Source: an optimization exercise on an open RTL-to-GDS flow (aim: small area and a short achievable clock period). Production flows keep margins and buffers that such runs may drop. The RTL was checked by simulation tests, not by an equivalence proof against the original design. Power is estimated from default activity; no workload was simulated.

## flow/design.v

```verilog
module sine_quarter_rom (
    input  wire [6:0]  s,
    output reg  [18:0] kl,
    output reg  [9:0]  sl,
    output reg  [2:0]  rl,
    output reg  [18:0] kh,
    output reg  [9:0]  sh,
    output reg  [2:0]  rh
);
    always @(*) begin
        case (s)
            7'd0: begin kl = 19'd0; sl = 10'd804; rl = 3'b000; kh = 19'd524283; sh = 10'd1; rh = 3'b000; end
            7'd1: begin kl = 19'd3216; sl = 10'd804; rl = 3'b000; kh = 19'd524248; sh = 10'd8; rh = 3'b000; end
            7'd2: begin kl = 19'd6434; sl = 10'd805; rl = 3'b000; kh = 19'd524200; sh = 10'd12; rh = 3'b110; end
            7'd3: begin kl = 19'd9652; sl = 10'd804; rl = 3'b000; kh = 19'd524134; sh = 10'd17; rh = 3'b000; end
            7'd4: begin kl = 19'd12868; sl = 10'd804; rl = 3'b000; kh = 19'd524042; sh = 10'd23; rh = 3'b000; end
            7'd5: begin kl = 19'd16086; sl = 10'd803; rl = 3'b000; kh = 19'd523935; sh = 10'd27; rh = 3'b000; end
            7'd6: begin kl = 19'd19296; sl = 10'd804; rl = 3'b000; kh = 19'd523804; sh = 10'd32; rh = 3'b111; end
            7'd7: begin kl = 19'd22515; sl = 10'd803; rl = 3'b000; kh = 19'd523659; sh = 10'd37; rh = 3'b000; end
            7'd8: begin kl = 19'd25724; sl = 10'd804; rl = 3'b000; kh = 19'd523490; sh = 10'd42; rh = 3'b010; end
            7'd9: begin kl = 19'd28940; sl = 10'd802; rl = 3'b100; kh = 19'd523303; sh = 10'd47; rh = 3'b001; end
            7'd10: begin kl = 19'd32150; sl = 10'd803; rl = 3'b000; kh = 19'd523099; sh = 10'd51; rh = 3'b000; end
            7'd11: begin kl = 19'd35362; sl = 10'd802; rl = 3'b000; kh = 19'd522870; sh = 10'd57; rh = 3'b000; end
            7'd12: begin kl = 19'd38570; sl = 10'd802; rl = 3'b000; kh = 19'd522622; sh = 10'd62; rh = 3'b010; end
            7'd13: begin kl = 19'd41776; sl = 10'd802; rl = 3'b001; kh = 19'd522358; sh = 10'd66; rh = 3'b010; end
            7'd14: begin kl = 19'd44984; sl = 10'd801; rl = 3'b000; kh = 19'd522068; sh = 10'd72; rh = 3'b011; end
            7'd15: begin kl = 19'd48188; sl = 10'd800; rl = 3'b000; kh = 19'd521764; sh = 10'd76; rh = 3'b110; end
            7'd16: begin kl = 19'd51388; sl = 10'd800; rl = 3'b000; kh = 19'd521442; sh = 10'd81; rh = 3'b000; end
            7'd17: begin kl = 19'd54588; sl = 10'd800; rl = 3'b000; kh = 19'd521094; sh = 10'd87; rh = 3'b000; end
            7'd18: begin kl = 19'd57790; sl = 10'd799; rl = 3'b000; kh = 19'd520731; sh = 10'd91; rh = 3'b001; end
            7'd19: begin kl = 19'd60985; sl = 10'd799; rl = 3'b000; kh = 19'd520344; sh = 10'd96; rh = 3'b111; end
            7'd20: begin kl = 19'd64180; sl = 10'd798; rl = 3'b000; kh = 19'd519943; sh = 10'd101; rh = 3'b100; end
            7'd21: begin kl = 19'd67373; sl = 10'd797; rl = 3'b000; kh = 19'd519522; sh = 10'd105; rh = 3'b000; end
            7'd22: begin kl = 19'd70560; sl = 10'd796; rl = 3'b000; kh = 19'd519078; sh = 10'd111; rh = 3'b000; end
            7'd23: begin kl = 19'd73744; sl = 10'd796; rl = 3'b000; kh = 19'd518612; sh = 10'd116; rh = 3'b011; end
            7'd24: begin kl = 19'd76931; sl = 10'd795; rl = 3'b000; kh = 19'd518132; sh = 10'd120; rh = 3'b110; end
            7'd25: begin kl = 19'd80110; sl = 10'd795; rl = 3'b000; kh = 19'd517634; sh = 10'd125; rh = 3'b000; end
            7'd26: begin kl = 19'd83290; sl = 10'd793; rl = 3'b000; kh = 19'd517110; sh = 10'd131; rh = 3'b000; end
            7'd27: begin kl = 19'd86463; sl = 10'd793; rl = 3'b000; kh = 19'd516571; sh = 10'd135; rh = 3'b001; end
            7'd28: begin kl = 19'd89632; sl = 10'd792; rl = 3'b000; kh = 19'd516008; sh = 10'd140; rh = 3'b111; end
            7'd29: begin kl = 19'd92803; sl = 10'd791; rl = 3'b000; kh = 19'd515432; sh = 10'd144; rh = 3'b110; end
            7'd30: begin kl = 19'd95966; sl = 10'd791; rl = 3'b000; kh = 19'd514834; sh = 10'd150; rh = 3'b000; end
            7'd31: begin kl = 19'd99129; sl = 10'd789; rl = 3'b000; kh = 19'd514215; sh = 10'd155; rh = 3'b001; end
            7'd32: begin kl = 19'd102284; sl = 10'd788; rl = 3'b000; kh = 19'd513579; sh = 10'd159; rh = 3'b000; end
            7'd33: begin kl = 19'd105436; sl = 10'd788; rl = 3'b000; kh = 19'd512920; sh = 10'd164; rh = 3'b111; end
            7'd34: begin kl = 19'd108588; sl = 10'd786; rl = 3'b000; kh = 19'd512247; sh = 10'd169; rh = 3'b000; end
            7'd35: begin kl = 19'd111734; sl = 10'd785; rl = 3'b000; kh = 19'd511550; sh = 10'd174; rh = 3'b010; end
            7'd36: begin kl = 19'd114872; sl = 10'd784; rl = 3'b000; kh = 19'd510838; sh = 10'd178; rh = 3'b010; end
            7'd37: begin kl = 19'd118011; sl = 10'd783; rl = 3'b000; kh = 19'd510100; sh = 10'd184; rh = 3'b000; end
            7'd38: begin kl = 19'd121142; sl = 10'd782; rl = 3'b000; kh = 19'd509348; sh = 10'd188; rh = 3'b110; end
            7'd39: begin kl = 19'd124270; sl = 10'd781; rl = 3'b000; kh = 19'd508579; sh = 10'd193; rh = 3'b000; end
            7'd40: begin kl = 19'd127395; sl = 10'd779; rl = 3'b000; kh = 19'd507786; sh = 10'd198; rh = 3'b010; end
            7'd41: begin kl = 19'd130510; sl = 10'd779; rl = 3'b000; kh = 19'd506978; sh = 10'd202; rh = 3'b000; end
            7'd42: begin kl = 19'd133625; sl = 10'd777; rl = 3'b000; kh = 19'd506144; sh = 10'd208; rh = 3'b000; end
            7'd43: begin kl = 19'd136732; sl = 10'd776; rl = 3'b000; kh = 19'd505296; sh = 10'd212; rh = 3'b111; end
            7'd44: begin kl = 19'd139836; sl = 10'd774; rl = 3'b100; kh = 19'd504431; sh = 10'd217; rh = 3'b000; end
            7'd45: begin kl = 19'd142934; sl = 10'd773; rl = 3'b000; kh = 19'd503546; sh = 10'd221; rh = 3'b000; end
            7'd46: begin kl = 19'd146024; sl = 10'd772; rl = 3'b000; kh = 19'd502638; sh = 10'd227; rh = 3'b000; end
            7'd47: begin kl = 19'd149114; sl = 10'd770; rl = 3'b000; kh = 19'd501715; sh = 10'd231; rh = 3'b000; end
            7'd48: begin kl = 19'd152195; sl = 10'd769; rl = 3'b000; kh = 19'd500768; sh = 10'd236; rh = 3'b111; end
            7'd49: begin kl = 19'd155268; sl = 10'd768; rl = 3'b000; kh = 19'd499808; sh = 10'd240; rh = 3'b110; end
            7'd50: begin kl = 19'd158342; sl = 10'd765; rl = 3'b000; kh = 19'd498826; sh = 10'd246; rh = 3'b010; end
            7'd51: begin kl = 19'd161403; sl = 10'd765; rl = 3'b000; kh = 19'd497830; sh = 10'd249; rh = 3'b000; end
            7'd52: begin kl = 19'd164462; sl = 10'd763; rl = 3'b000; kh = 19'd496810; sh = 10'd255; rh = 3'b000; end
            7'd53: begin kl = 19'd167514; sl = 10'd761; rl = 3'b000; kh = 19'd495775; sh = 10'd259; rh = 3'b000; end
            7'd54: begin kl = 19'd170556; sl = 10'd760; rl = 3'b000; kh = 19'd494716; sh = 10'd264; rh = 3'b000; end
            7'd55: begin kl = 19'd173596; sl = 10'd758; rl = 3'b000; kh = 19'd493643; sh = 10'd269; rh = 3'b000; end
            7'd56: begin kl = 19'd176628; sl = 10'd756; rl = 3'b000; kh = 19'd492551; sh = 10'd273; rh = 3'b000; end
            7'd57: begin kl = 19'd179654; sl = 10'd755; rl = 3'b000; kh = 19'd491438; sh = 10'd278; rh = 3'b000; end
            7'd58: begin kl = 19'd182674; sl = 10'd753; rl = 3'b000; kh = 19'd490307; sh = 10'd283; rh = 3'b000; end
            7'd59: begin kl = 19'd185687; sl = 10'd751; rl = 3'b000; kh = 19'd489159; sh = 10'd287; rh = 3'b000; end
            7'd60: begin kl = 19'd188688; sl = 10'd750; rl = 3'b001; kh = 19'd487988; sh = 10'd292; rh = 3'b111; end
            7'd61: begin kl = 19'd191691; sl = 10'd747; rl = 3'b000; kh = 19'd486804; sh = 10'd296; rh = 3'b111; end
            7'd62: begin kl = 19'd194678; sl = 10'd746; rl = 3'b000; kh = 19'd485603; sh = 10'd301; rh = 3'b000; end
            7'd63: begin kl = 19'd197660; sl = 10'd744; rl = 3'b000; kh = 19'd484383; sh = 10'd305; rh = 3'b000; end
            7'd64: begin kl = 19'd200638; sl = 10'd742; rl = 3'b000; kh = 19'd483142; sh = 10'd310; rh = 3'b000; end
            7'd65: begin kl = 19'd203604; sl = 10'd740; rl = 3'b000; kh = 19'd481882; sh = 10'd315; rh = 3'b000; end
            7'd66: begin kl = 19'd206566; sl = 10'd739; rl = 3'b000; kh = 19'd480607; sh = 10'd319; rh = 3'b000; end
            7'd67: begin kl = 19'd209520; sl = 10'd736; rl = 3'b000; kh = 19'd479308; sh = 10'd324; rh = 3'b011; end
            7'd68: begin kl = 19'd212466; sl = 10'd734; rl = 3'b000; kh = 19'd477996; sh = 10'd328; rh = 3'b111; end
            7'd69: begin kl = 19'd215400; sl = 10'd732; rl = 3'b000; kh = 19'd476667; sh = 10'd333; rh = 3'b000; end
            7'd70: begin kl = 19'd218330; sl = 10'd730; rl = 3'b010; kh = 19'd475319; sh = 10'd337; rh = 3'b100; end
            7'd71: begin kl = 19'd221251; sl = 10'd729; rl = 3'b000; kh = 19'd473955; sh = 10'd341; rh = 3'b000; end
            7'd72: begin kl = 19'd224166; sl = 10'd725; rl = 3'b000; kh = 19'd472570; sh = 10'd346; rh = 3'b000; end
            7'd73: begin kl = 19'd227064; sl = 10'd724; rl = 3'b111; kh = 19'd471166; sh = 10'd351; rh = 3'b000; end
            7'd74: begin kl = 19'd229962; sl = 10'd722; rl = 3'b000; kh = 19'd469747; sh = 10'd355; rh = 3'b000; end
            7'd75: begin kl = 19'd232851; sl = 10'd719; rl = 3'b000; kh = 19'd468311; sh = 10'd359; rh = 3'b000; end
            7'd76: begin kl = 19'd235726; sl = 10'd718; rl = 3'b000; kh = 19'd466852; sh = 10'd364; rh = 3'b000; end
            7'd77: begin kl = 19'd238598; sl = 10'd715; rl = 3'b000; kh = 19'd465380; sh = 10'd368; rh = 3'b000; end
            7'd78: begin kl = 19'd241456; sl = 10'd712; rl = 3'b100; kh = 19'd463891; sh = 10'd373; rh = 3'b000; end
            7'd79: begin kl = 19'd244307; sl = 10'd711; rl = 3'b000; kh = 19'd462383; sh = 10'd377; rh = 3'b000; end
            7'd80: begin kl = 19'd247148; sl = 10'd708; rl = 3'b000; kh = 19'd460859; sh = 10'd381; rh = 3'b000; end
            7'd81: begin kl = 19'd249982; sl = 10'd706; rl = 3'b000; kh = 19'd459314; sh = 10'd386; rh = 3'b010; end
            7'd82: begin kl = 19'd252807; sl = 10'd703; rl = 3'b000; kh = 19'd457754; sh = 10'd390; rh = 3'b010; end
            7'd83: begin kl = 19'd255619; sl = 10'd701; rl = 3'b000; kh = 19'd456178; sh = 10'd394; rh = 3'b010; end
            7'd84: begin kl = 19'd258422; sl = 10'd699; rl = 3'b000; kh = 19'd454583; sh = 10'd399; rh = 3'b001; end
            7'd85: begin kl = 19'd261216; sl = 10'd696; rl = 3'b000; kh = 19'd452974; sh = 10'd402; rh = 3'b010; end
            7'd86: begin kl = 19'd264002; sl = 10'd693; rl = 3'b000; kh = 19'd451346; sh = 10'd407; rh = 3'b000; end
            7'd87: begin kl = 19'd266775; sl = 10'd691; rl = 3'b000; kh = 19'd449696; sh = 10'd412; rh = 3'b000; end
            7'd88: begin kl = 19'd269539; sl = 10'd689; rl = 3'b000; kh = 19'd448039; sh = 10'd415; rh = 3'b000; end
            7'd89: begin kl = 19'd272294; sl = 10'd686; rl = 3'b000; kh = 19'd446356; sh = 10'd420; rh = 3'b000; end
            7'd90: begin kl = 19'd275039; sl = 10'd683; rl = 3'b000; kh = 19'd444660; sh = 10'd424; rh = 3'b000; end
            7'd91: begin kl = 19'd277771; sl = 10'd681; rl = 3'b000; kh = 19'd442948; sh = 10'd428; rh = 3'b000; end
            7'd92: begin kl = 19'd280494; sl = 10'd678; rl = 3'b010; kh = 19'd441219; sh = 10'd433; rh = 3'b000; end
            7'd93: begin kl = 19'd283204; sl = 10'd676; rl = 3'b000; kh = 19'd439472; sh = 10'd436; rh = 3'b110; end
            7'd94: begin kl = 19'd285910; sl = 10'd673; rl = 3'b000; kh = 19'd437711; sh = 10'd441; rh = 3'b000; end
            7'd95: begin kl = 19'd288600; sl = 10'd670; rl = 3'b000; kh = 19'd435931; sh = 10'd445; rh = 3'b000; end
            7'd96: begin kl = 19'd291282; sl = 10'd667; rl = 3'b000; kh = 19'd434136; sh = 10'd448; rh = 3'b100; end
            7'd97: begin kl = 19'd293950; sl = 10'd665; rl = 3'b000; kh = 19'd432326; sh = 10'd453; rh = 3'b000; end
            7'd98: begin kl = 19'd296610; sl = 10'd661; rl = 3'b000; kh = 19'd430498; sh = 10'd457; rh = 3'b000; end
            7'd99: begin kl = 19'd299255; sl = 10'd659; rl = 3'b000; kh = 19'd428650; sh = 10'd462; rh = 3'b010; end
            7'd100: begin kl = 19'd301888; sl = 10'd656; rl = 3'b111; kh = 19'd426791; sh = 10'd465; rh = 3'b100; end
            7'd101: begin kl = 19'd304514; sl = 10'd654; rl = 3'b000; kh = 19'd424915; sh = 10'd469; rh = 3'b000; end
            7'd102: begin kl = 19'd307130; sl = 10'd650; rl = 3'b000; kh = 19'd423023; sh = 10'd473; rh = 3'b000; end
            7'd103: begin kl = 19'd309731; sl = 10'd647; rl = 3'b000; kh = 19'd421115; sh = 10'd477; rh = 3'b000; end
            7'd104: begin kl = 19'd312319; sl = 10'd645; rl = 3'b000; kh = 19'd419191; sh = 10'd481; rh = 3'b000; end
            7'd105: begin kl = 19'd314896; sl = 10'd642; rl = 3'b001; kh = 19'd417251; sh = 10'd485; rh = 3'b000; end
            7'd106: begin kl = 19'd317464; sl = 10'd638; rl = 3'b100; kh = 19'd415295; sh = 10'd489; rh = 3'b000; end
            7'd107: begin kl = 19'd320016; sl = 10'd636; rl = 3'b000; kh = 19'd413323; sh = 10'd493; rh = 3'b000; end
            7'd108: begin kl = 19'd322560; sl = 10'd632; rl = 3'b000; kh = 19'd411335; sh = 10'd497; rh = 3'b000; end
            7'd109: begin kl = 19'd325090; sl = 10'd630; rl = 3'b000; kh = 19'd409332; sh = 10'd500; rh = 3'b110; end
            7'd110: begin kl = 19'd327608; sl = 10'd626; rl = 3'b100; kh = 19'd407315; sh = 10'd505; rh = 3'b000; end
            7'd111: begin kl = 19'd330115; sl = 10'd623; rl = 3'b000; kh = 19'd405280; sh = 10'd508; rh = 3'b110; end
            7'd112: begin kl = 19'd332604; sl = 10'd620; rl = 3'b111; kh = 19'd403232; sh = 10'd512; rh = 3'b000; end
            7'd113: begin kl = 19'd335087; sl = 10'd617; rl = 3'b000; kh = 19'd401168; sh = 10'd516; rh = 3'b000; end
            7'd114: begin kl = 19'd337554; sl = 10'd614; rl = 3'b010; kh = 19'd399088; sh = 10'd520; rh = 3'b011; end
            7'd115: begin kl = 19'd340010; sl = 10'd611; rl = 3'b000; kh = 19'd396999; sh = 10'd523; rh = 3'b000; end
            7'd116: begin kl = 19'd342455; sl = 10'd607; rl = 3'b000; kh = 19'd394890; sh = 10'd527; rh = 3'b000; end
            7'd117: begin kl = 19'd344880; sl = 10'd604; rl = 3'b010; kh = 19'd392766; sh = 10'd531; rh = 3'b000; end
            7'd118: begin kl = 19'd347299; sl = 10'd601; rl = 3'b000; kh = 19'd390627; sh = 10'd535; rh = 3'b000; end
            7'd119: begin kl = 19'd349700; sl = 10'd598; rl = 3'b001; kh = 19'd388474; sh = 10'd538; rh = 3'b010; end
            7'd120: begin kl = 19'd352092; sl = 10'd594; rl = 3'b100; kh = 19'd386306; sh = 10'd542; rh = 3'b000; end
            7'd121: begin kl = 19'd354470; sl = 10'd591; rl = 3'b000; kh = 19'd384122; sh = 10'd546; rh = 3'b010; end
            7'd122: begin kl = 19'd356835; sl = 10'd587; rl = 3'b000; kh = 19'd381927; sh = 10'd549; rh = 3'b100; end
            7'd123: begin kl = 19'd359180; sl = 10'd584; rl = 3'b111; kh = 19'd379716; sh = 10'd552; rh = 3'b000; end
            7'd124: begin kl = 19'd361519; sl = 10'd581; rl = 3'b000; kh = 19'd377491; sh = 10'd557; rh = 3'b000; end
            7'd125: begin kl = 19'd363842; sl = 10'd578; rl = 3'b000; kh = 19'd375248; sh = 10'd560; rh = 3'b111; end
            7'd126: begin kl = 19'd366154; sl = 10'd573; rl = 3'b000; kh = 19'd372999; sh = 10'd563; rh = 3'b000; end
            7'd127: begin kl = 19'd368447; sl = 10'd571; rl = 3'b000; kh = 19'd370730; sh = 10'd567; rh = 3'b000; end
        endcase
    end
endmodule
module sine_seg_prep (
    input  wire [1:0]  o,
    input  wire [1:0]  k,       
    input  wire [1:0]  sl,      
    input  wire [2:0]  r,
    output wire [1:0]  c2,
    output wire        cy,
    output wire        r0,
    output wire        r1
);
    assign r0 = (o == 2'd0) ? 1'b0 : r[o - 2'd1];
    assign r1 = (o == 2'd3) ? 1'b0 : r[o];
    wire [5:0]  i = {o, k, sl};
    localparam [63:0] C2_0 = 64'h6ea8aa00ec800000;
    localparam [63:0] C2_1 = 64'h8000000000000000;
    localparam [63:0] CY   = 64'h08cec4a88a4cec80;
    assign c2 = {C2_1[i], C2_0[i]};
    assign cy = CY[i];
endmodule
module sine_seg_parts (
    input  wire [1:0]  o,
    input  wire [16:0] ka,      
    input  wire [8:0]  sa,      
    input  wire [1:0]  c2,
    input  wire        cy,
    input  wire        r0,
    input  wire        r1,
    input  wire [4:0]  wt,
    input  wire [4:0]  wc,
    output wire [16:0] a,
    output wire [12:0] p,
    output wire [5:0]  x
);
    wire [7:0]  s4 = sa[8:1];
    wire [16:0] x0 = ka;
    wire [16:0] x1 = o[0] ? {9'd0, s4} : 17'd0;
    wire [16:0] x2 = o[1] ? {8'd0, sa} : 17'd0;
    wire [16:0] xs = x0 ^ x1 ^ x2;
    wire [16:0] xc = {((x0[15:0] & x1[15:0]) | (x0[15:0] & x2[15:0]) | (x1[15:0] & x2[15:0])), 1'b0};
    add_ks #(.W(17), .L(5)) add_a (.a(xs), .b(xc), .c({15'd0, c2}), .y(a));
    wire [12:0] p0 = wt[0] ? {5'd0, s4}         : 13'd0;
    wire [12:0] p1 = wt[1] ? {4'd0, s4, 1'b0}   : 13'd0;
    wire [12:0] p2 = wt[2] ? {3'd0, s4, 2'b00}  : 13'd0;
    wire [12:0] p3 = wt[3] ? {2'd0, s4, 3'b000} : (wt[4] ? {1'd0, s4, 4'b0000} : 13'd0);
    wire [12:0] ys = p0 ^ p1 ^ p2;
    wire [12:0] yc = {((p0[11:0] & p1[11:0]) | (p0[11:0] & p2[11:0]) | (p1[11:0] & p2[11:0])), 1'b0};
    add_ks #(.W(13), .L(4)) add_p (.a(ys), .b(yc), .c(p3), .y(p));
    wire [5:0]  q0 = cy ? {1'b0, wt} : 6'd0;
    wire [5:0]  q1 = r1 ? {1'b0, wt} : 6'd0;
    wire [5:0]  q2 = r0 ? {1'b0, wc} : 6'd0;
    assign x = q0 + q1 + q2;
endmodule
module sine_seg_sum (
    input  wire [16:0] a,
    input  wire [12:0] p,
    input  wire [5:0]  x,
    output wire [20:0] mag
);
    add_ks #(.W(21), .L(5)) add_m (.a({a, 4'b0000}), .b({8'd0, p}), .c({15'd0, x}), .y(mag));
endmodule
module add_ks #(parameter W = 16, parameter L = 4) (
    input  wire [W-1:0] a,
    input  wire [W-1:0] b,
    input  wire [W-1:0] c,
    output wire [W-1:0] y
);
    wire [W-1:0] u = a ^ b ^ c;
    wire [W-1:0] v = {((a[W-2:0] & b[W-2:0]) | (a[W-2:0] & c[W-2:0]) | (b[W-2:0] & c[W-2:0])), 1'b0};
    wire [W-1:0] g [0:L];
    wire [W-1:0] t [0:L];
    assign g[0] = u & v;
    assign t[0] = u ^ v;
    genvar i, j;
    generate
        for (i = 0; i < L; i = i + 1) begin : g_lvl
            for (j = 0; j < W; j = j + 1) begin : g_bit
                if (j >= (1 << i)) begin : g_op
                    assign g[i+1][j] = g[i][j] | (t[i][j] & g[i][j - (1 << i)]);
                    assign t[i+1][j] = t[i][j] & t[i][j - (1 << i)];
                end else begin : g_pass
                    assign g[i+1][j] = g[i][j];
                    assign t[i+1][j] = t[i][j];
                end
            end
        end
    endgenerate
    assign y = t[0] ^ {g[L][W-2:0], 1'b0};
endmodule
module fix_to_f32 (
    input  wire [20:0] m,
    output reg  [30:0] f
);
    reg [4:0]  msb;
    reg [20:0] n;
    integer    k;
    always @(*) begin
        msb = 5'd0;
        for (k = 0; k < 21; k = k + 1)
            if (m[k])
                msb = k[4:0];
        n = m << (5'd20 - msb);
        if (m == 21'd0)
            f = 31'd0;
        else
            f = {8'd106 + {3'b000, msb}, n[19:0], 3'b000};
    end
endmodule
module sincos_unit (
    input  wire        clk,
    input  wire        rst,
    input  wire        in_valid,
    input  wire [15:0] in_angle,
    output reg         out_valid,
    output wire [31:0] out_sin,
    output wire [31:0] out_cos
);
    reg        s1_valid;
    reg [15:0] s1_angle;
    always @(posedge clk) begin
        if (rst)
            s1_valid <= 1'b0;
        else
            s1_valid <= in_valid;
        s1_angle <= in_angle;
    end
    wire        odd = s1_angle[13];
    wire [12:0] uf  = s1_angle[12:0] ^ {13{odd}};
    wire [4:0]  wl  = {1'b0, uf[3:0]} + {4'd0, odd};       
    wire [4:0]  wh  = {1'b0, ~uf[3:0]} + {4'd0, ~odd};     
    wire [18:0] kl, kh;
    wire [9:0]  sl, sh;
    wire [2:0]  rl, rh;
    sine_quarter_rom rom (.s(uf[12:6]), .kl(kl), .sl(sl), .rl(rl), .kh(kh), .sh(sh), .rh(rh));
    wire [1:0]  ol = uf[5:4];
    wire [1:0]  oh = ~uf[5:4];
    reg        s2_valid;
    reg [1:0]  s2_ol, s2_oh;
    reg [4:0]  s2_wl, s2_wh;
    reg [18:0] s2_kl, s2_kh;
    reg [9:0]  s2_sl, s2_sh;
    reg [2:0]  s2_rl, s2_rh;
    reg        s2_sin_lo, s2_sin_neg, s2_cos_neg;
    always @(posedge clk) begin
        if (rst)
            s2_valid <= 1'b0;
        else
            s2_valid <= s1_valid;
        s2_ol      <= ol;
        s2_oh      <= oh;
        s2_wl      <= wl;
        s2_wh      <= wh;
        s2_kl      <= kl;
        s2_sl      <= sl;
        s2_rl      <= rl;
        s2_kh      <= kh;
        s2_sh      <= sh;
        s2_rh      <= rh;
        s2_sin_lo  <= ~(s1_angle[14] ^ s1_angle[13]);
        s2_sin_neg <= s1_angle[15];
        s2_cos_neg <= s1_angle[15] ^ s1_angle[14];
    end
    wire [1:0]  c2l, c2h;
    wire        cyl, cyh, r0l, r0h, r1l, r1h;
    sine_seg_prep prep_lo (.o(s2_ol), .k(s2_kl[1:0]), .sl(s2_sl[1:0]), .r(s2_rl), .c2(c2l), .cy(cyl), .r0(r0l), .r1(r1l));
    sine_seg_prep prep_hi (.o(s2_oh), .k(s2_kh[1:0]), .sl(s2_sh[1:0]), .r(s2_rh), .c2(c2h), .cy(cyh), .r0(r0h), .r1(r1h));
    wire [16:0] al, ah;
    wire [12:0] pl, ph;
    wire [5:0]  xl, xh;
    sine_seg_parts pt_lo (.o(s2_ol), .ka(s2_kl[18:2]), .sa(s2_sl[9:1]), .c2(c2l), .cy(cyl), .r0(r0l),
                          .r1(r1l), .wt(s2_wl), .wc(s2_wh), .a(al), .p(pl), .x(xl));
    sine_seg_parts pt_hi (.o(s2_oh), .ka(s2_kh[18:2]), .sa(s2_sh[9:1]), .c2(c2h), .cy(cyh), .r0(r0h),
                          .r1(r1h), .wt(s2_wh), .wc(s2_wl), .a(ah), .p(ph), .x(xh));
    reg        s3_valid;
    reg [16:0] s3_al, s3_ah;
    reg [12:0] s3_pl, s3_ph;
    reg [5:0]  s3_xl, s3_xh;
    reg        s3_sin_lo, s3_sin_neg, s3_cos_neg;
    always @(posedge clk) begin
        if (rst)
            s3_valid <= 1'b0;
        else
            s3_valid <= s2_valid;
        s3_al      <= al;
        s3_pl      <= pl;
        s3_xl      <= xl;
        s3_ah      <= ah;
        s3_ph      <= ph;
        s3_xh      <= xh;
        s3_sin_lo  <= s2_sin_lo;
        s3_sin_neg <= s2_sin_neg;
        s3_cos_neg <= s2_cos_neg;
    end
    wire [20:0] mag_lo;
    wire [20:0] mag_hi;
    sine_seg_sum sm_lo (.a(s3_al), .p(s3_pl), .x(s3_xl), .mag(mag_lo));
    sine_seg_sum sm_hi (.a(s3_ah), .p(s3_ph), .x(s3_xh), .mag(mag_hi));
    reg        s4_valid;
    reg [20:0] s4_lo;
    reg [19:0] s4_hi;
    reg        s4_sin_lo, s4_sin_neg, s4_cos_neg;
    always @(posedge clk) begin
        if (rst)
            s4_valid <= 1'b0;
        else
            s4_valid <= s3_valid;
        s4_lo      <= mag_lo;
        s4_hi      <= mag_hi[19:0];     
        s4_sin_lo  <= s3_sin_lo;
        s4_sin_neg <= s3_sin_neg;
        s4_cos_neg <= s3_cos_neg;
    end
    wire [30:0] f_lo;
    wire [30:0] f_hi = {8'd126, s4_hi, 3'b000};
    fix_to_f32 cv (.m(s4_lo), .f(f_lo));
    wire        lo_zero = (s4_lo == 21'd0);
    reg  [28:0] o_sin, o_cos;
    always @(posedge clk) begin
        if (rst)
            out_valid <= 1'b0;
        else
            out_valid <= s4_valid;
        o_sin <= s4_sin_lo ? {s4_sin_neg & ~lo_zero, f_lo[30:3]} : {s4_sin_neg, f_hi[30:3]};
        o_cos <= s4_sin_lo ? {s4_cos_neg, f_hi[30:3]} : {s4_cos_neg & ~lo_zero, f_lo[30:3]};
    end
    assign out_sin = {o_sin, 3'b000};
    assign out_cos = {o_cos, 3'b000};
endmodule
```

## flow/flow/run.sh

```bash
#!/bin/bash
# Layout: the standard flow, with timing repair asked to leave 9.5 ns of setup slack
# (aiming at a 3.5 ns path) instead of none. The clock and constraints are unchanged.
set -euo pipefail
bash standard.sh SETUP_SLACK_MARGIN=9.5 finish > standard_flow.log 2>&1
```

## flow/standard.sh

```bash
#!/bin/bash
# synth_recipe.tcl (not shown) runs the flow's synth.tcl, then flattens the netlist and writes it again
# the make line also repeats each setting of config.mk as NAME=value (left out here)
make -C /OpenROAD-flow-scripts/flow DESIGN_CONFIG=/design/flow/config.mk WORK_HOME=/design/flow/orfs CLKGATE_MAP_FILE= SYNTH_SCRIPT=/design/flow/synth_recipe.tcl "${@:-finish}"
```

## flow/config.mk

```make
export PLATFORM = sky130hd
export DESIGN_NAME = sincos_unit
export DESIGN_NICKNAME = sincos_unit
export VERILOG_FILES = /design/flow/design.v
export SDC_FILE = /design/flow/constraint.sdc
export NUM_CORES = 4
export LEC_CHECK = 0
export ABC_AREA = 1
export CAP_MARGIN = 20
export CORE_AREA = 5 5 215 215
export DIE_AREA = 0 0 220 220
export PLACE_DENSITY = 0.6
export SLEW_MARGIN = 20
export SYNTH_MEMORY_MAX_BITS = 131072
```

## flow/constraint.sdc

```tcl
create_clock -name core_clock -period 13.0 [get_ports {clk}]
set_input_delay 2.6000 -clock core_clock [delete_from_list [all_inputs] [get_ports {clk}]]
set_output_delay 2.6000 -clock core_clock [all_outputs]
set_load 0.01 [all_outputs]
```

==> results of run 1 <==
cell type report:
type	count	share of cell area
antenna	2	0.000216
clock buffer	37	0.0358
clock inverter	20	0.00995
inverter	383	0.0636
multi-input combinational	1989	0.553
sequential	275	0.242
tap	592	0.0320
timing repair buffer	163	0.0632
synth_stat cells, types with 10 or more instances:
cell	instances
a21oi_1	193
xnor2_1	40
a2111oi_0	17
o21ai_0	192
ha_1	160
buf_2	25
nor3_1	32
a221oi_1	14
dfxtp_1	275
nand2_1	530
clkbuf_1	74
fa_1	66
nand3_1	177
inv_1	366
xor2_1	54
o211ai_1	18
a211oi_1	15
a31oi_1	41
a22oi_1	10
nor2_1	244
o22ai_1	32
nor4_1	13
o21ai_1	20
power breakdown:
| part | switching, mW | internal (mW) | total (mW) |
|---|---|---|---|
| registers | 0.190 | 1.17 | 1.36 |
| clock network | 0.397 | 0.522 | 0.919 |
| logic | 1.88 | 1.10 | 2.98 |
| total | 2.47 | 2.80 | 5.27 |
state kept, by name, indices dropped and copies added, names as in the netlist, 17 cells and up:
register and flops:
o_sin 29, o_cos 29, s3_al 17, s4_hi 20
s2_kh 18, s2_kl 19, s4_lo 21
final timing paths:
path | depth (start not counted) | slack (ns) | endpoint
worst max register to register | 13 | 9.48 | s2_sh[2]$_DFF_P_
worst max-delay path | 1 | 9.36 | out_sin[5]
worst min register to register | 0 | 0.32 | s4_sin_lo$_DFF_P_
worst min-delay path | 0 | 0.32 | s4_sin_lo$_DFF_P_
stage by stage:
step	total power [mW]	hold slack [ns]	util	area (µm²)
after floorplan	3.18	0.310	-	19700
after global placement	4.02	0.310	0.479	21000
after detailed placement	4.09	0.312	0.479	21000
after CTS	5.05	0.327	0.511	22400
after global routing	5.61	0.333	0.526	23100
final	5.27	0.324	0.527	23100
routing by layer:
metal  track usage  up-vias
li1              -     9342
met1         0.461    10100
met2         0.629     1552
met3        0.0874      477
met4         0.308        6
met5             0        -
kinds of logic after synthesis:
kind of cell / after synthesis / synth area share
simple gates: 1038 / 0.220
compound gates: 623 / 0.187
buf+inv: 502 / 0.101
other cells: 1 / 0.000190
xor+xnor: 96 / 0.0440
flops: 275 / 0.279
fa+ha+maj: 226 / 0.169
repair_timing:
action	in CTS	in global routing
buffers inserted	29	17
setup endpoints to repair	163	148
cloned	0	2
pin swaps	10	35
resized for setup	360	160
==> results by group, run 1 <==
Yosys
  • Leading area contributor after synthesis: dfxtp_1
  • Yosys top cell area share: 0.279
  • Ranking of synthesized cells by area: dfxtp_1 28%, ha_1 10%, nand2_1 10%, inv_1 7.0%, fa_1 6.7%
  • EDFF count, synth: 0
  • Cells after synthesis: 2,761
  • Syn. warnings: 6
  • Post-synthesis cell type count: 67
  • Syn avg cell area: 7.14 µm²
  • Mapped Area: 19,700 µm²
  • Post-synthesis sequential area ratio: 0.279
  • Dominant synthesized flop cell: dfxtp_1
  • Ys async rst share: 0
  • Yosys reg bits: 275

Global routing
  • Initial antenna violation count: 6
  • GRT Resource Usage Total: 0.395
  • Vias in the first global route: 20,600
  • Largest net degree at the start of global routing: 70
  • Grt ovf: 0
  • Global-route wire length before repair: 140,000 µm

Worst setup path
  • Sequence of cells on the critical path: buf_2
  • Buf/Inv on CP: 1
  • Critical-path maximum fanout: 1
  • Setup crit start: o_sin[2]$_DFF_P_
  • Crit. End Element: primary output
  • Top delay family on crit path: flip-flops
  • Slowest CP cell: dfxtp_1
  • CP max stage delay: 0.32 ns
  • Crit start category: register
  • R2r startpoint: s1_angle[13]$_DFF_P_
  • Worst path required time: 10.40 ns
  • Critical setup path kind: register to primary output
  • Worst Path Arrival: 1.04 ns

Floorplan
  • Area of the die: 48,400 µm²
  • Rows: 77
  • Initial Util: 0.449
  • Die H: 220 µm
  • CORE AREA: 43,900 µm²
  • Io pins: 84
  • Die W: 220 µm

Place
  • GPL Wtd Cong: 1.14
  • Placed Instances: 3,354
  • DP Wirelength: 71,300 µm
  • DP Worst Slack: 8.25 ns
  • Port Buffers: 77

Timing
  • Final setup violation count: 0
  • Final Hold Vio Count: 0
  • Setup ws final: 9.36 ns
  • Tcrit/Tclk final: 0.280
  • Max Fclk: 275 MHz
  • Post-route setup TNS: 0 ns
  • Slew Viols, Final: 0
  • Clk_skew: 0.0280 ns
  • Crit path time final: 3.64 ns
  • Worst-Margin Slew: 0.928 ns
  • RSZ-0062 raised after global routing: true
  • Worst slew margin: 0.381

Final layout
  • Non-filler instance count after layout: 3,461
  • Final net count: 3,088
  • Leading cell types in the layout, fill and taps excluded: 514 x nand2_1, 349 x inv_1, 221 x dfxtp_1
  • Layout area overhead: 17.4%
  • Commonest non-fill, non-tap cell in the layout: nand2_1
  • Storage cell area: 5610 µm²
  • Multi-input gate area: 12,800 µm²
  • Layout cells sized above 1: 0.145
  • Fill cells: 4,176

Clocking
  • Clock Sinks: 275
  • Worst-Skew Late Latency: 0.61 ns
  • Clock transition at path regs: 0.06 ns
  • H-tree depth: 1
  • Root buffer cell: clkbuf_16
  • Num CTS Buffers: 31
  • CTS max path bufs: 3
  • Hold buffer count at CTS: 0
  • CTS tree: built

Hold path
  • HP Start: s3_sin_lo$_DFF_P_
  • Hold/Removal Path Class: register to register

Route
  • DRT Pass-1 Iters: 8
  • Drt initial violations: 2,664
  • Routed length on met3: 10,100 µm
  • Vias: 21,500
  • Met2 Routed Length: 43,200 µm
  • Highest routed layer: met5
  • M1 WL: 34,500 µm
  • # DRC: 0
  • Routed WL per cell: 28.4 µm
  • Drt via density: 6.21
  • Drt total wl: 98,400 µm
  • Antenna-violating nets left: 0

Outcome
  • Status: no timing/DRC/antenna violations

Power
  • Power Density: 228 nW/µm²
  • Leak pwr: 11.1 nW
  • Peak VDD IR: 0.137 mV

Job
  • Max cap viols: 0
==> run 2, diff against run 1 <==
--- a/flow/config.mk
+++ b/flow/config.mk
@@ -7,8 +7,8 @@
 export LEC_CHECK = 0
 export ABC_AREA = 1
-export CAP_MARGIN = 20
+export CAP_MARGIN = 10
 export CORE_AREA = 5 5 215 215
 export DIE_AREA = 0 0 220 220
 export PLACE_DENSITY = 0.6
-export SLEW_MARGIN = 20
+export SLEW_MARGIN = 10
 export SYNTH_MEMORY_MAX_BITS = 131072
==> run 2 against run 1 <==
  * Maximum frequency shrank 0.22%
  * Synthesized cell count is the same
  * Clock-buffer cell count shrank 1
  * Non-clock buffer count grew 1
  * Worst hold slack gained 0.0016 ns
  * Sequential cell count is the same
==> results by group, run 2 <==
Final layout
  • Fill cells: 4,210
  • Layout cells sized above 1: 0.145
  • Leading cell types in the layout, fill and taps excluded: 514 x nand2_1, 348 x inv_1, 228 x dfxtp_1
  • Layout area overhead: 18.0%
  • Multi-input gate area: 12,900 µm²
  • Final net count: 3,089
  • Storage cell area: 5600 µm²
  • Top flop regs: o_cos (29), o_sin (29), s4_lo (21)
  • Non-filler instance count after layout: 3,463
  • Commonest non-fill, non-tap cell in the layout: nand2_1

Floorplan
  • Area of the die: 48,400 µm²
  • Rows: 77
  • Initial Util: 0.449
  • CORE AREA: 43,900 µm²
  • Die H: 220 µm
  • Die W: 220 µm
  • Io pins: 84

Timing
  • Max Fclk: 274 MHz
  • Fin Hold WS: 0.326 ns
  • Worst slew margin: 0.389
  • Worst-Margin Slew: 0.917 ns
  • RSZ-0062 raised after global routing: true
  • Clk_skew: 0.0350 ns
  • Crit path time final: 3.65 ns
  • Slew Viols, Final: 0
  • Tcrit/Tclk final: 0.281
  • Final setup violation count: 0
  • Final Hold Vio Count: 0
  • Post-route setup TNS: 0 ns

Global routing
  • Vias in the first global route: 21,000
  • Grt ovf: 0
  • Largest net degree at the start of global routing: 70
  • GRT Resource Usage Total: 0.396
  • Global-route wire length before repair: 141,000 µm
  • Initial antenna violation count: 5

Route
  • DRT Pass-1 Iters: 8
  • # DRC: 0
  • Vias: 21,600
  • Drt initial violations: 2,791
  • Routed WL per cell: 28.6 µm
  • Antenna-violating nets left: 0
  • Drt total wl: 98,900 µm
  • Drt via density: 6.23

Worst setup path
  • CP max stage delay: 0.32 ns
  • Critical-path maximum fanout: 1
  • Internal reg-to-reg setup slack: 9.41 ns
  • Worst Path Arrival: 1.05 ns
  • Top delay family on crit path: flip-flops
  • Slowest CP cell: dfxtp_1
  • Worst path required time: 10.40 ns
  • Sequence of cells on the critical path: buf_2
  • Crit start category: register
  • Crit. End Element: primary output
  • Buf/Inv on CP: 1
  • Critical setup path kind: register to primary output

Clocking
  • CTS max path bufs: 3
  • Root buffer cell: clkbuf_16
  • CTS tree: built
  • Num CTS Buffers: 31
  • H-tree depth: 1
  • Clock Sinks: 275
  • Hold buffer count at CTS: 0
  • Clock transition at path regs: 0.06 ns
  • Worst-Skew Late Latency: 0.61 ns

Power
  • Peak VDD IR: 0.155 mV
  • P_sw: 2.49 mW
  • Sequential Power Share: 0.254
  • Int Power: 2.86 mW
  • Power Density: 230 nW/µm²
  • Logic pwr share: 0.562
  • Net switching fraction of the power: 0.465
  • Leak pwr: 11.2 nW
  • Clock Power Share: 0.183

Yosys
  • Mapped Area: 19,700 µm²
  • EDFF count, synth: 0
  • Post-synthesis sequential area ratio: 0.279
  • Synth top cells by count: 530 x nand2_1, 366 x inv_1, 275 x dfxtp_1
  • Leading area contributor after synthesis: dfxtp_1
  • Yosys top cell area share: 0.279
  • Dominant synthesized flop cell: dfxtp_1
  • Ranking of synthesized cells by area: dfxtp_1 28%, ha_1 10%, nand2_1 10%, inv_1 7.0%, fa_1 6.7%
  • Yosys reg bits: 275
  • Syn. warnings: 6
  • Cells after synthesis: 2,761
  • Count leader, synth: nand2_1
  • Ys async rst share: 0
  • Syn avg cell area: 7.14 µm²
  • Post-synthesis cell type count: 67

Place
  • DP Wirelength: 71,200 µm
  • GPL Wtd Cong: 1.14
  • Port Buffers: 77
  • Placed Instances: 3,354

Job
  • Max cap viols: 0

Outcome
  • Status: no timing/DRC/antenna violations

Hold path
  • Hold/Removal Path Class: register to register
==> run 2: cell counts after synthesis <==
No cell type changed its count.
==> run 2: per-stage QoR <==
stage | power (mW) | area, µm² | utilization | worst slack [ns]
after floorplan | 3.18 | 19700 | - | 9.48
after global placement | 4.02 | 21000 | 0.479 | 7.92
after detailed placement | 4.09 | 21000 | 0.479 | 8.06
after CTS | 5.13 | 22500 | 0.513 | 9.32
after global routing | 5.70 | 23300 | 0.529 | 9.32
final | 5.36 | 23300 | 0.529 | 9.35
==> run 2: cell families after synthesis <==
kind of cell / Yosys count / synth area share
AO/OA/AOI/OAI: 623 / 0.187
AND/OR/NAND/NOR: 1038 / 0.220
flip-flops: 275 / 0.279
adder cells (fa/ha/maj): 226 / 0.169
buffers and inverters: 502 / 0.101
other: 1 / 0.000190
XOR/XNOR: 96 / 0.0440
==> run 2: layer usage <==
layer  vias up  GRT usage  part of all wire
met4         6      0.304              0.10
met2      1539      0.630              0.44
li1       9343          -                 -
met5         -          0           0.00045
met1     10200      0.455              0.36
met3       494      0.103              0.10
==> run 2: final cells by class <==
| class | instances | area share |
|---|---|---|
| clock buffers | 36 | 0.0355 |
| inverters | 383 | 0.0635 |
| flip-flops and latches | 275 | 0.241 |
| repair buffers | 164 | 0.0621 |
| multi-input cells | 1989 | 0.553 |
| diodes | 2 | 0.000215 |
| well taps | 592 | 0.0318 |
| clock inverters | 22 | 0.0137 |
==> run 2: timing repair <==
item,CTS,global route
gates resized for setup,354,159
buffers inserted,33,13
endpoints found under the setup margin,161,150
pin swaps,10,41
gates cloned,0,2
==> run 2: worst reg2reg max path: stages (launching register included) <==
cell        delay [ns]
dfxtp_1           0.36
buf_12            0.22
xnor2_2           0.16
buf_6             0.23
clkinvlp_4        0.15
buf_4             0.16
ha_1              0.26
inv_1             0.21
nor2_1            0.16
inv_1             0.30
nor2_1            0.07
inv_1             0.30
a31oi_1           0.30
nor4_2            0.41
a21oi_1           0.13
==> run 2: power groups by stage <==
stage	Clock (mW)	Sequential, mW	Combinational (mW)
after floorplan	0	1.32	1.86
after global placement	0	1.36	2.67
after detailed placement	0	1.36	2.73
after CTS	0.995	1.35	2.78
after global routing	1.03	1.39	3.29
final	0.983	1.36	3.01
==> run 2: path summary, 6_finish.rpt <==
kind	startpoint	to	cells past startpoint
max reg2reg	s1_angle[13]$_DFF_P_	s2_kl[6]$_DFF_P_	14
min	s3_sin_neg$_DFF_P_	s4_sin_neg$_DFF_P_	0
max	o_sin[20]$_SDFF_PN0_	out_sin[23]	1
min reg2reg	s3_sin_neg$_DFF_P_	s4_sin_neg$_DFF_P_	0
==> run 3, diff against run 2 <==
==> flow/flow/run.sh (replaced) <==
#!/bin/bash
# Layout: the standard flow, with timing repair asked to leave 9.75 ns of setup slack
# (aiming at a 3.25 ns path) instead of none. The clock and constraints are unchanged.
set -euo pipefail
bash standard.sh SETUP_SLACK_MARGIN=9.75 finish > standard_flow.log 2>&1
--- a/flow/config.mk
+++ b/flow/config.mk
@@ -7,8 +7,8 @@
 export LEC_CHECK = 0
 export ABC_AREA = 1
-export CAP_MARGIN = 10
+export CAP_MARGIN = 20
 export CORE_AREA = 5 5 215 215
 export DIE_AREA = 0 0 220 220
 export PLACE_DENSITY = 0.6
-export SLEW_MARGIN = 10
+export SLEW_MARGIN = 20
 export SYNTH_MEMORY_MAX_BITS = 131072
==> run 3 against run 2 <==
  * Wire length up 0.34%
  * Synthesized area did not move
  * Register-to-register slack better by 0.22 ns
  * First-iteration DRC count is 2.8% higher
  * Setup slack improved by 0.011 ns
  * Largest cell class unchanged
  * Highest routed layer unchanged
==> results by group, run 3 <==
Yosys
  • Post-synthesis cell type count: 67
  • Count leader, synth: nand2_1
  • EDFF count, synth: 0
  • Ranking of synthesized cells by area: dfxtp_1 28%, ha_1 10%, nand2_1 10%, inv_1 7.0%, fa_1 6.7%
  • Syn avg cell area: 7.14 µm²
  • Dominant synthesized flop cell: dfxtp_1
  • Post-synthesis sequential area ratio: 0.279
  • Ys async rst share: 0
  • Syn. warnings: 6
  • Synth top cells by count: 530 x nand2_1, 366 x inv_1, 275 x dfxtp_1
  • Leading area contributor after synthesis: dfxtp_1
  • Mapped Area: 19,700 µm²
  • Yosys reg bits: 275
  • Cells after synthesis: 2,761
  • Yosys top cell area share: 0.279

Worst setup path
  • Buf/Inv on CP: 1
  • Crit. End Element: primary output
  • Critical-path maximum fanout: 1
  • Worst path required time: 10.40 ns
  • Sequence of cells on the critical path: buf_2
  • Crit start category: register
  • Terminus of the critical flop-to-flop path: s3_ah[15]$_DFF_P_
  • Internal reg-to-reg setup slack: 9.63 ns
  • CP max stage delay: 0.31 ns
  • R2R depth: 18
  • Slowest CP cell: dfxtp_2
  • Top delay family on crit path: flip-flops
  • Critical setup path kind: register to primary output
  • Worst Path Arrival: 1.04 ns
  • R2r startpoint: s2_oh[0]$_DFF_P_

Floorplan
  • Io pins: 84
  • Rows: 77
  • Die W: 220 µm
  • Die H: 220 µm
  • Initial Util: 0.449
  • Area of the die: 48,400 µm²
  • CORE AREA: 43,900 µm²

Clocking
  • Clock Sinks: 275
  • CTS tree: built
  • Root buffer cell: clkbuf_16
  • Hold buffer count at CTS: 0
  • Worst-Skew Late Latency: 0.61 ns
  • CTS max path bufs: 3
  • Clock transition at path regs: 0.06 ns
  • Num CTS Buffers: 31
  • H-tree depth: 1

Global routing
  • Vias in the first global route: 21,100
  • Grt ovf: 0
  • Global-route wire length before repair: 140,000 µm
  • GRT Resource Usage Total: 0.394
  • Largest net degree at the start of global routing: 70
  • Initial antenna violation count: 5

Final layout
  • Commonest non-fill, non-tap cell in the layout: nand2_1
  • Leading cell types in the layout, fill and taps excluded: 512 x nand2_1, 335 x inv_1, 222 x dfxtp_1
  • Post-route cell area: 24,100 µm²
  • Layout cells sized above 1: 0.192
  • Layout area overhead: 22.2%
  • Core Util, Final: 0.548
  • Top flop regs: o_cos (29), o_sin (29), s4_lo (21)
  • Non-filler instance count after layout: 3,512
  • Final net count: 3,137

Power
  • Power Density: 234 nW/µm²
  • Leak pwr: 11.4 nW
  • Peak VDD IR: 0.144 mV

Timing
  • Tcrit/Tclk final: 0.280
  • RSZ-0062 raised after global routing: true
  • Slew Viols, Final: 0
  • Fin Hold WS: 0.322 ns
  • Final Hold Vio Count: 0
  • Crit path time final: 3.64 ns
  • Worst slew margin: 0.432
  • Post-route setup TNS: 0 ns
  • Final setup violation count: 0
  • Clk_skew: 0.0324 ns
  • Max Fclk: 275 MHz
  • Worst-Margin Slew: 0.850 ns

Route
  • Antenna-violating nets left: 0
  • Vias: 21,700
  • Drt total wl: 99,300 µm
  • # DRC: 0
  • Drt via density: 6.19
  • Drt initial violations: 2,869
  • DRT Pass-1 Iters: 9
  • Routed WL per cell: 28.3 µm

Place
  • Placed Instances: 3,355
  • DP Wirelength: 70,300 µm
  • Area post-placement: 21,100 µm²
  • GPL Wtd Cong: 1.16
  • Port Buffers: 77

Hold path
  • Hold path cells: 0
  • HP Start: s2_sin_lo$_DFF_P_
  • Min-Delay Endpoint: s3_sin_lo$_DFF_P_
  • Hold/Removal Path Class: register to register

Outcome
  • Status: no timing/DRC/antenna violations

Job
  • Max cap viols: 0
run 3: changes by cell type in the layout (fill, tap and decap cells not counted), moves of 10 or more:
cell,delta
a21oi_1,-11
a21oi_2,+10
ha_1,-13
inv_2,+10
ha_4,+13
nor2_2,+14
buf_4,+34
nor2_1,-23
buf_6,+10
inv_1,-13
run 3: metrics by stage:
step	total power, mW	worst slack [ns]
after floorplan	3.19	9.56
after global placement	4.06	8.75
after detailed placement	4.12	8.88
after CTS	5.22	9.33
after global routing	6.00	9.32
final	5.64	9.36
run 3: routing by layer:
layer  track usage  wire (µm)  vias to the layer above
met2         0.622      43100                     1601
met5             0         14                        -
met1         0.461      35300                    10100
li1              -          -                     9454
met4         0.280       9760                        2
met3         0.109      11100                      525
run 3: logic make-up after synthesis:
kind of cell             after synthesis  share of synthesized area
AO/OA/AOI/OAI                        623                      0.187
XOR/XNOR                              96                     0.0440
adder cells (fa/ha/maj)              226                      0.169
buffers and inverters                502                      0.101
flip-flops                           275                      0.279
other                                  1                   0.000190
AND/OR/NAND/NOR                     1038                      0.220
run 3: worst max path at each step:
stage | start | to | slack [ns] | cells after the start
after floorplan | s2_ol[0]$_DFF_P_ | s3_al[15]$_DFF_P_ | 9.56 | 22
after global placement | s1_angle[13]$_DFF_P_ | s2_kl[11]$_DFF_P_ | 8.75 | 9
after detailed placement | s1_angle[13]$_DFF_P_ | s2_sl[2]$_DFF_P_ | 8.88 | 12
after CTS | o_cos[5]$_DFF_P_ | out_cos[8] | 9.33 | 1
after global routing | o_sin[8]$_DFF_P_ | out_sin[11] | 9.32 | 1
final | o_sin[11]$_DFF_P_ | out_sin[14] | 9.36 | 1
run 3: report_power, final:
| part | internal (mW) | leakage, nW | switching, mW |
|---|---|---|---|
| Clock | 0.537 | 0.542 | 0.396 |
| Sequential | 1.18 | 2.32 | 0.210 |
| Combinational | 1.29 | 8.57 | 2.03 |
| Total | 3.00 | 11.4 | 2.64 |
run 3: layout make-up:
cell class	instances	area (µm²)
clock buffer	35	811
sequential	275	5610
timing repair buffer	211	1870
antenna	3	7.51
fill	4176	19800
multi-input combinational	1990	13300
inverter	383	1500
tap	592	741
clock inverter	23	267
run 3: timing repair:
item	4_1_cts	5_1_grt
buffers inserted	54	38
gates cloned	1	3
setup endpoints to repair	179	168
pin swaps	39	60
resized for setup	410	240

## afterwards: timing with drivers on the ports
The flow's constraints put no driver on any port. The routed layouts listed below were extracted and timed again, unchanged, in two steps. Step 1: set_driving_cell puts a clkbuf_16 on clk and a buf_2 on each other input, an assumption about the parent block. Step 2 adds t to the input delays and takes it off the output delays; t is the mean of the earliest and latest rising clock arrival at the registers after step 1. Input paths then give back, and output paths get back, about the clock's delay inside the block. Three values: no drivers, after step 1, after step 2; two values: the first two.
run	t (ns)	slack for setup (ns)	hold WS [ns]	worst setup path after step 2	slew at the worst register clock pin (ns)
run 1	0.651	9.359 / 9.299 / 9.478	0.324 / 0.324 / 0.324	register to register	0.07 / 0.07
run 2	0.657	9.351 / 9.290 / 9.407	0.326 / 0.326 / 0.326	register to register	0.07 / 0.07
run 3	0.657	9.362 / 9.300 / 9.629	0.322 / 0.322 / 0.322	input to register	0.08 / 0.08
After both steps setup and hold are still met in every run listed.
